What follows belongs to an exercise in optimizing a design on an open flow for a short achievable clock period and few clock cycles per item; a production flow would make more cautious choices.
The RTL was checked by simulation tests, not by an equivalence proof against the original design.
No activity file was given, so power comes from the tool's default toggle rates.

$ cat flow/run.sh
#!/bin/bash
# synth_recipe.tcl (not shown) runs the flow's synth.tcl, then flattens the netlist and writes it again
# the make line also repeats each setting of config.mk as NAME=value (left out here)
make -C /OpenROAD-flow-scripts/flow DESIGN_CONFIG=/design/flow/config.mk WORK_HOME=/design/flow/orfs CLKGATE_MAP_FILE= SYNTH_SCRIPT=/design/flow/synth_recipe.tcl finish
$ cat flow/config.mk
export PLATFORM = sky130hd
export DESIGN_NAME = flw_dec
export DESIGN_NICKNAME = flw_dec
export VERILOG_FILES = /design/flow/design.v
export SDC_FILE = /design/flow/constraint.sdc
export NUM_CORES = 4
export LEC_CHECK = 0
export CAP_MARGIN = 20
export CORE_MARGIN = 2
export CORE_UTILIZATION = 35
export PLACE_DENSITY = 0.45
export SLEW_MARGIN = 20
$ cat flow/constraint.sdc
create_clock -name core_clock -period 12.0 [get_ports {clk}]
set_input_delay 2.4000 -clock core_clock [delete_from_list [all_inputs] [get_ports {clk}]]
set_output_delay 2.4000 -clock core_clock [all_outputs]
set_load 0.01 [all_outputs]
$ cat flow/design.v
module flw_dec (
    input  wire        clk,
    input  wire        rst,
    input  wire        in_valid,
    input  wire [7:0]  in_data,
    input  wire        in_last,
    output wire        in_ready,
    output reg         out_valid,
    output reg  [7:0]  out_data,
    output reg         done,
    output reg         res_ok,
    output reg  [3:0]  res_cause,
    output reg  [31:0] res_pos,
    output reg  [31:0] res_orig,
    output wire        mem_wr_en,
    output wire [15:0] mem_wr_addr,
    output wire [7:0]  mem_wr_data,
    output wire        mem_rd_en,
    output wire [15:0] mem_rd_addr,
    input  wire [7:0]  mem_rd_data
);
    localparam [3:0] S_HDR    = 4'd0,
                     S_BH     = 4'd1,
                     S_STORED = 4'd2,
                     S_TOK    = 4'd3,
                     S_LEXT   = 4'd4,
                     S_LIT    = 4'd5,
                     S_DIST   = 4'd6,
                     S_MEXT   = 4'd7,
                     S_COPY   = 4'd8,
                     S_TRL    = 4'd9,
                     S_DRAIN  = 4'd10;
    localparam [31:0] CRC_POLY = 32'h82F63B78;    
    function [31:0] crc8;
        input [31:0] c;
        input [7:0]  d;
        integer k;
        begin
            crc8 = c ^ {24'd0, d};
            for (k = 0; k < 8; k = k + 1)
                crc8 = crc8[0] ? ((crc8 >> 1) ^ CRC_POLY) : (crc8 >> 1);
        end
    endfunction
    reg [3:0]  state;
    reg [3:0]  idx;           
    reg [95:0] fld;           
    reg [31:0] spos;          
    reg [31:0] ipos;          
    reg [31:0] tokpos;        
    reg [4:0]  wlog;
    reg [31:0] produced;      
    reg [31:0] verified;      
    reg [31:0] crc_s;         
    reg [31:0] crc_b;         
    reg [31:0] bcrc;
    reg [16:0] orig_len;
    reg [16:0] blk_prod;
    reg [16:0] body_rem;
    reg [4:0]  mf;
    reg [20:0] vint;
    reg [21:0] cnt;           
    reg [7:0]  mdist_lo;
    reg [16:0] mdist;
    reg        cphase;        
    reg [3:0]  err_cause;     
    reg [31:0] err_pos;
    wire needs_body = (state == S_TOK) || (state == S_LEXT) ||
                      (state == S_DIST) || (state == S_MEXT);
    wire in_body    = needs_body || (state == S_LIT) || (state == S_STORED);
    wire body_out   = needs_body && (body_rem == 17'd0);
    wire consuming  = (state != S_COPY) && !body_out;
    assign in_ready = consuming;
    wire take = in_valid && consuming;
    wire prod_cpy = (state == S_COPY) && cphase;
    wire prod_lit = take && ((state == S_LIT) || (state == S_STORED));
    wire prod     = prod_cpy || prod_lit;
    wire [7:0] pbyte = prod_cpy ? mem_rd_data : in_data;
    wire [31:0] crc_b_n = crc8(crc_b, pbyte);
    wire [31:0] crc_s_n = crc8(crc_s, pbyte);
    assign mem_wr_en   = prod;
    assign mem_wr_addr = produced[15:0];
    assign mem_wr_data = pbyte;
    assign mem_rd_en   = (state == S_COPY) && !cphase;
    assign mem_rd_addr = produced[15:0] - mdist[15:0];
    wire [95:0] fld_n = {in_data, fld[95:8]};
    wire [16:0] rem_n = body_rem - 17'd1;
    wire [31:0] bh_w0 = fld_n[31:0];
    wire [31:0] bh_w1 = fld_n[63:32];
    wire [31:0] bh_w2 = fld_n[95:64];
    wire [1:0]  bh_kind = bh_w0[31:30];
    wire [23:0] bh_body = bh_w0[23:0];
    wire [23:0] bh_orig = bh_w1[23:0];
    wire bh_bad = (bh_kind == 2'b11) ||
                  (bh_w0[29:24] != 6'd0) || (bh_w1[31:24] != 8'd0) ||
                  (bh_body > 24'd65536) ||
                  (bh_kind != 2'b10 && bh_orig > 24'd65536) ||
                  (bh_kind == 2'b01 && bh_body != bh_orig) ||
                  (bh_kind == 2'b00 && bh_body >= bh_orig) ||
                  (bh_kind != 2'b10 && bh_orig == 24'd0) ||
                  (bh_kind == 2'b10 && (bh_body != 24'd0 || bh_orig != 24'd0 ||
                                        bh_w2 != 32'd0));
    wire [20:0] vint_n = vint | ({14'd0, in_data[6:0]} << (7 * idx));
    wire [21:0] lit_n = (state == S_TOK) ? {19'd0, in_data[7:5]}
                                         : {1'b0, vint_n} + 22'd7;
    wire [4:0]  mf_n  = (state == S_TOK) ? in_data[4:0] : mf;
    wire [22:0] lit_end = {6'd0, blk_prod} + {1'b0, lit_n};
    wire [21:0] len_n = (state == S_DIST) ? {17'd0, mf} + 22'd3
                                          : {1'b0, vint_n} + 22'd34;
    wire [22:0] len_end = {6'd0, blk_prod} + {1'b0, len_n};
    wire [16:0] mdist_n = {in_data, mdist_lo} + 17'd1;
    wire [16:0] win    = 17'd1 << wlog;
    task stream_reset;
        begin
            state    <= S_HDR;
            idx      <= 4'd0;
            spos     <= 32'd0;
            produced <= 32'd0;
            verified <= 32'd0;
            crc_s    <= 32'hFFFFFFFF;
        end
    endtask
    task finish;
        input [3:0]  cause;
        input [31:0] pos;
        input [31:0] orig;
        begin
            done      <= 1'b1;
            res_ok    <= (cause == 4'd0);
            res_cause <= cause;
            res_pos   <= pos;
            res_orig  <= orig;
            stream_reset;
        end
    endtask
    task reject;
        input [3:0]  cause;
        input [31:0] pos;
        input        last;
        begin
            if (last)
                finish(cause, pos, verified);
            else begin
                err_cause <= cause;
                err_pos   <= pos;
                state     <= S_DRAIN;
            end
        end
    endtask
    task go;
        input [3:0] next;
        begin
            if (take && in_last)
                finish(4'd8, spos + 32'd1, verified);
            else
                state <= next;
        end
    endtask
    task block_end;
        input [31:0] crc;
        input [31:0] added;
        begin
            if (~crc != bcrc)
                reject(4'd5, ipos, take && in_last);
            else begin
                verified <= verified + added;
                idx      <= 4'd0;
                if (take && in_last)
                    finish(4'd8, spos + 32'd1, verified + added);
                else
                    state <= S_BH;
            end
        end
    endtask
    task lit_known;
        begin
            if (lit_n > {5'd0, rem_n})
                reject(4'd4, (state == S_TOK) ? spos : tokpos, in_last);
            else if (lit_end > {6'd0, orig_len})
                reject(4'd4, (state == S_TOK) ? spos : tokpos, in_last);
            else if (lit_n == {5'd0, rem_n}) begin
                if (mf_n != 5'd0 || lit_end != {6'd0, orig_len})
                    reject(4'd4, (state == S_TOK) ? spos : tokpos, in_last);
                else if (lit_n == 22'd0)
                    block_end(crc_b, {15'd0, orig_len});
                else begin
                    cnt <= lit_n;
                    go(S_LIT);
                end
            end else if (lit_n == 22'd0) begin
                idx <= 4'd0;
                go(S_DIST);
            end else begin
                cnt <= lit_n;
                go(S_LIT);
            end
        end
    endtask
    task len_known;
        begin
            if (len_end > {6'd0, orig_len})
                reject(4'd4, tokpos, in_last);
            else if (rem_n == 17'd0 && len_end != {6'd0, orig_len})
                reject(4'd4, tokpos, in_last);
            else begin
                cnt    <= len_n;
                cphase <= 1'b0;
                go(S_COPY);
            end
        end
    endtask
    always @(posedge clk) begin
        done      <= 1'b0;
        out_valid <= prod;
        out_data  <= pbyte;
        if (take)
            spos <= spos + 32'd1;
        if (take && in_body)
            body_rem <= rem_n;
        if (prod) begin
            crc_b    <= crc_b_n;
            crc_s    <= crc_s_n;
            produced <= produced + 32'd1;
            blk_prod <= blk_prod + 17'd1;
        end
        if (rst) begin
            stream_reset;
            done      <= 1'b0;
            out_valid <= 1'b0;
            res_ok    <= 1'b0;
            res_cause <= 4'd0;
            res_pos   <= 32'd0;
            res_orig  <= 32'd0;
        end else begin
            case (state)
            S_HDR: if (take) begin
                fld <= fld_n;
                idx <= idx + 4'd1;
                if (idx == 4'd3 && fld_n[95:64] != 32'h31574C46)
                    reject(4'd1, 32'd0, in_last);
                else if (idx == 4'd4 && (in_data[7:4] != 4'd0 || in_data[3:0] > 4'd9))
                    reject(4'd2, 32'd4, in_last);
                else if (idx == 4'd5 && (in_data < 8'd10 || in_data > 8'd16))
                    reject(4'd2, 32'd5, in_last);
                else if (idx == 4'd7 && fld_n[95:80] != 16'd0)
                    reject(4'd2, 32'd6, in_last);
                else begin
                    if (idx == 4'd5)
                        wlog <= in_data[4:0];
                    if (idx == 4'd7) begin
                        idx <= 4'd0;
                        go(S_BH);
                    end else
                        go(S_HDR);
                end
            end
            S_BH: if (take) begin
                fld <= fld_n;
                idx <= idx + 4'd1;
                if (idx == 4'd0)
                    ipos <= spos;
                if (idx == 4'd11) begin
                    orig_len <= bh_orig[16:0];
                    body_rem <= bh_body[16:0];
                    bcrc     <= bh_w2;
                    blk_prod <= 17'd0;
                    crc_b    <= 32'hFFFFFFFF;
                    idx      <= 4'd0;
                    if (bh_bad)
                        reject(4'd3, ipos, in_last);
                    else if (bh_kind == 2'b10)
                        go(S_TRL);
                    else if (bh_kind == 2'b01)
                        go(S_STORED);
                    else if (bh_body == 24'd0)
                        reject(4'd4, ipos, in_last);
                    else
                        go(S_TOK);
                end else
                    go(S_BH);
            end
            S_STORED: if (take) begin
                if (body_rem == 17'd1)
                    block_end(crc_b_n, {15'd0, orig_len});
                else
                    go(S_STORED);
            end
            S_TOK: if (body_out)
                reject(4'd4, tokpos, 1'b0);
            else if (take) begin
                tokpos <= spos;
                mf     <= in_data[4:0];
                if (in_data[7:5] == 3'd7) begin
                    idx  <= 4'd0;
                    vint <= 21'd0;
                    go(S_LEXT);
                end else
                    lit_known;
            end
            S_LEXT: if (body_out)
                reject(4'd4, tokpos, 1'b0);
            else if (take) begin
                vint <= vint_n;
                idx  <= idx + 4'd1;
                if (in_data[7] && idx == 4'd2)
                    reject(4'd4, tokpos, in_last);
                else if (in_data[7])
                    go(S_LEXT);
                else
                    lit_known;
            end
            S_LIT: if (take) begin
                cnt <= cnt - 22'd1;
                if (cnt == 22'd1) begin
                    if (body_rem == 17'd1)
                        block_end(crc_b_n, {15'd0, orig_len});
                    else begin
                        idx <= 4'd0;
                        go(S_DIST);
                    end
                end else
                    go(S_LIT);
            end
            S_DIST: if (body_out)
                reject(4'd4, tokpos, 1'b0);
            else if (take) begin
                idx <= idx + 4'd1;
                if (idx == 4'd0) begin
                    mdist_lo <= in_data;
                    go(S_DIST);
                end else begin
                    mdist <= mdist_n;
                    if ({15'd0, mdist_n} > produced || mdist_n > win)
                        reject(4'd4, tokpos, in_last);
                    else if (mf == 5'd31) begin
                        idx  <= 4'd0;
                        vint <= 21'd0;
                        go(S_MEXT);
                    end else
                        len_known;
                end
            end
            S_MEXT: if (body_out)
                reject(4'd4, tokpos, 1'b0);
            else if (take) begin
                vint <= vint_n;
                idx  <= idx + 4'd1;
                if (in_data[7] && idx == 4'd2)
                    reject(4'd4, tokpos, in_last);
                else if (in_data[7])
                    go(S_MEXT);
                else
                    len_known;
            end
            S_COPY: begin
                cphase <= ~cphase;
                if (cphase) begin
                    cnt <= cnt - 22'd1;
                    if (cnt == 22'd1) begin
                        if (body_rem == 17'd0)
                            block_end(crc_b_n, {15'd0, orig_len});
                        else
                            state <= S_TOK;
                    end
                end
            end
            S_TRL: if (take) begin
                fld <= fld_n;
                idx <= idx + 4'd1;
                if (idx == 4'd0)
                    ipos <= spos;
                if (idx == 4'd7 && fld_n[95:32] != {32'd0, produced})
                    reject(4'd6, ipos, in_last);
                else if (idx == 4'd11) begin
                    if (fld_n[95:64] != ~crc_s)
                        reject(4'd7, ipos, in_last);
                    else
                        finish(4'd0, 32'd0, produced);
                end else
                    go(S_TRL);
            end
            S_DRAIN: if (take && in_last)
                finish(err_cause, err_pos, verified);
            default: stream_reset;
            endcase
        end
    end
endmodule
==> results.txt <==
[through the flow]
stage,hold slack (ns),instances
global placement,0.4352,9160
global route,0.4674,9313
detailed placement,0.4429,9160
floorplan,0.4237,7212
CTS,0.4572,9313
finish,0.4626,9322
[layout make-up]
class	instances	area (sq um)	share of cell area, %
Multi-Input combinational cell	5886	37570	60.17
Sequential cell	596	15090	24.16
Timing Repair Buffer	425	3597	5.761
Tap cell	2058	2575	4.124
Clock buffer	99	2177	3.487
Inverter	195	733.2	1.174
Clock inverter	54	681.9	1.092
Antenna cell	9	22.52	0.03607
[per-layer routing]
layer	global-route usage [%]	vias up	routed length, um	part of all wire [%]
met5	0	-	61	0.019
met4	23.45	10	23380	7.2
met3	10.16	1022	35460	11
met2	57.79	4132	136600	42
met1	50.34	30400	130000	40
li1	-	26740	-	-
[critical path, delay by kind of cell]
kind / cells / cell delay, ns
mux: 1 / 0.40
fa+ha+maj: 3 / 0.91
buf+inv: 4 / 1.47
simple gates: 9 / 2.48
xor+xnor: 1 / 0.16
compound gates: 16 / 3.21
[cell usage in the layout, fill, tap and decap left out, types with 39 or more instances in the layout]
master           count
inv_1              190
nor2_1             750
a21boi_0            61
or3_1               44
nand4_1            100
edfxtp_1           315
o221ai_1            64
ha_1               193
dfxtp_1            280
a221oi_1            51
clkbuf_16           83
o211ai_1           163
o21ai_1             42
nand3_1            178
nor2b_1             78
xor2_1             197
nor4_1              73
a21o_1              84
a22oi_1             58
a211oi_1            90
o22ai_1             87
o21ai_0            571
nand2b_1            39
a222oi_1            44
buf_4              281
a31oi_1             62
mux2i_1            140
a21oi_1            625
nand2_1            797
clkdlybuf4s50_1    138
o21a_1              66
xnor2_1            323
nor3_1             164
[power breakdown]
part	internal (mW)	switching [mW]
registers	2.22	0.136
logic	0.840	1.31
clock network	1.57	1.15
total	4.62	2.60
[worst max-delay path by stage]
stage	start	end	slack (ns)	cells past startpoint
floorplan	rst	fld[10]	0.06	3
global placement	in_data[1]	res_orig[15]	0.90	34
detailed placement	in_data[1]	res_orig[15]	0.93	34
CTS	in_data[1]	res_orig[15]	1.62	34
global route	in_data[1]	res_orig[15]	0.97	34
finish	in_data[1]	res_orig[15]	1.48	34
[logic make-up after synthesis]
group	Yosys count
AND/OR/NAND/NOR	2491
buffers and inverters	730
AO/OA/AOI/OAI	2472
flip-flops	596
adder cells (fa/ha/maj)	197
multiplexers	172
XOR/XNOR	554
==> results.txt <==
The run finished with no timing, DRC or antenna violations. Hold violation count in the final report: 0. The largest total area in the synthesized netlist belongs to edfxtp_1. The via count is 62310.

Total power for the finished layout comes to 7.227 mW. The tools report the post-layout instance area as 62440 sq um. In this run the clock root is driven by a clkbuf_16. The number of iterations in the first detailed-routing pass is 9, and the layout cell share with drive strength beyond 1 is 8.422%. The min-delay analysis places its worst path in the category flip-flop to flip-flop. The path depth of the worst reg2reg path is 34. Routability-driven placement finished with a final weighted congestion of 1.038. The largest family of logic cells by synthesized area was compound AO/OA/AOI/OAI gates. The run gives 38.88% as the global routing usage summed across all routing layers. The fraction of synthesis flops using an asynchronous set or reset pin came out at 0%.

TritonCTS built the clock tree. The count of max-cap constraint violations is 0, and the flop and latch count out of synthesis is 596. Buffers placed on the I/O ports in this run total 141. The hold-critical path depth was 0; the mean instance size in the synthesized netlist was 7.636 sq um. The tools report the reported leakage power as 22.23 nW. Critical path endpoint category: a flip-flop.

The tools report the first-pass GRT wire length as 453.0 mm. Setup repair after global routing left no endpoint under its margin. The tools report the number of DRC violations after detailed-routing iteration 0 as 8738.

The path with the worst hold slack has its endpoint at fld[27]. Areal power density over the cells: 115.7 nW/um^2. Data arrives at the worst endpoint at 11.10 ns. The synthesis-to-finish area growth was 13.38%; the effective utilization at floorplan was 35.26%.

The run gives 1 as the total of warnings raised by yosys. The fmax was 95.09 MHz. In this run the most critical hold path is launched from fld[35].

The tools report the final net count as 7403. The launch instance of the worst register-to-register path was state[0]. The height of the die was 400.7 um; the post-route core utilization was 39.97%.

The simple-gate area share of the yosys netlist works out to 20.87%. For the final database, setup skew stands at 0.04274 ns. For this design, the sink count on the clock tree is 596. The post-layout minimum cycle time is 10.52 ns, and the clock-pin slew on the worst setup and hold paths is 0.06 ns. Before CTS, the worst setup slack after placement is 0.9304 ns. The post-cts sizing count was 0. Measured along the x axis, the die boundary spans 400.7 um.

The initialized floorplan defines 145 standard-cell rows. The die area is 160500 sq um, and the maximum buffer depth of the clock tree is 3. The cell count after synthesis came out at 7212. The final-report max-slew violation count is 0, and the clock latency on the worst-skew pair is 0.74 ns. The end of the worst register-to-register path is res_orig[15]. The detail route stage leaves a number of antenna-violating nets equal to 0. Hold repair after CTS inserted 0 buffers. After filler insertion, the fill cell instance count of the layout stands at 16080. The core region is 156200 sq um.

The run gives 0 as the setup violation total in the final timing report. The worst pin sits at a relative slew slack of 20.84%. The H-tree was split into 3 levels. For the total routed wirelength, the log shows 325.5 mm. The register bank with the most flops is fld. The largest stage delay on the critical path is 0.70 ns, and the pin count of the biggest net entering global routing is 144. The worst setup path is launched from an input pin. The number of distinct standard cells referenced by the synthesized netlist was 105; the count of buffers added by post-CTS timing repair for setup was 0.

Along the worst path, the maximum fanout reaches 23. The number of global-route vias before repair came out at 57540. Ranked by total cell area, the synthesized netlist is headed by edfxtp_1 17%, dfxtp_1 10%, a21oi_1 5.7%, nand2_1 5.5%, nor2_1 5.3%. In the synthesized netlist, the cells that appear most often are 805 x nand2_1, 771 x nor2_1, 631 x a21oi_1. Setup slack closes at 1.483 ns.

Sequential elements use 27.39% of the synthesized area. The cell area that synthesis handed to floorplanning was 55070 sq um. The leading cell type by number of instances after synthesis was nand2_1. The synthesized netlist net count was 7429. For the worst setup path, the data required time is 12.58 ns.

Dividing the detail-routed wire length by the instance count gives 34.92 um. For flop-to-flop paths, the worst setup slack is 2.52 ns. The register with the most flip-flops in the layout has 88 of them.

The number of buffers inserted during clock tree synthesis is 82. The tools report the initial antenna violation count as 19. Measured against the total synthesized area, the mux share comes to 3.199%. In the routed layout, each cell is associated on average with a via count of 6.684. The critical path is of the input pin to flip-flop type. The total overflow left after global routing is 0. In the synthesized netlist the dominant register cell turns out to be edfxtp_1. After Yosys synthesis, full adders, half adders and majority gates account for 4.530% of the synthesized area. The placed instance area was 59550 sq um; the number of primary I/O pins was 142. In the finished design, the share of the clock period the worst path needs comes to 87.64%. The number of remaining DRC errors was 0. The slowest stage of the critical path is the clkdlybuf4s50_1 cell. The parity-gate share of the synthesized area counting xor and xnor cells was 9.651%; the number of flops mapped to enable cells by yosys was 315. At the pin with the least slew margin, the transition time is 1.173 ns. The tools report the largest voltage drop on the vdd net as 0.1051 mV.

The final setup TNS was 0 ns; the fraction of post-synthesis cell area in the top cell type by area was 17.18%. The synthesized netlist devotes 29.18% of its cell area to compound gates. Summed over all nets, the half-perimeter wirelength after detailed placement is 225.1 mm.
Testbench counts, summed over its fixed seeds: cycles 359,037, bytes 222,265.

-- port drivers added, routing unchanged --
Ports are ideal in the flow. The routed layout listed here was re-timed in OpenROAD. Step 1: set_driving_cell puts a clkbuf_16 on clk and a buf_2 on each other input, an assumption about the parent block. Step 2 times the ports against the registers' clock, not the clock port: input delays grow and output delays shrink by t, the midpoint of the rising clock arrivals with the driver on. Three values: ideal, step 1, step 2; two values: the first two.
t (ns): 0.805
slack for setup (ns): 1.483 / 1.546 / 0.741
worst setup path at the end: input to register
slew at the worst register clock pin (ns): 0.07 / 0.07
worst data-port slew with drivers (ns): 0.14
After both steps setup and hold are still met in this run. The setup slack of this run moves by +0.063 ns with the drivers and by -0.742 ns with both steps.
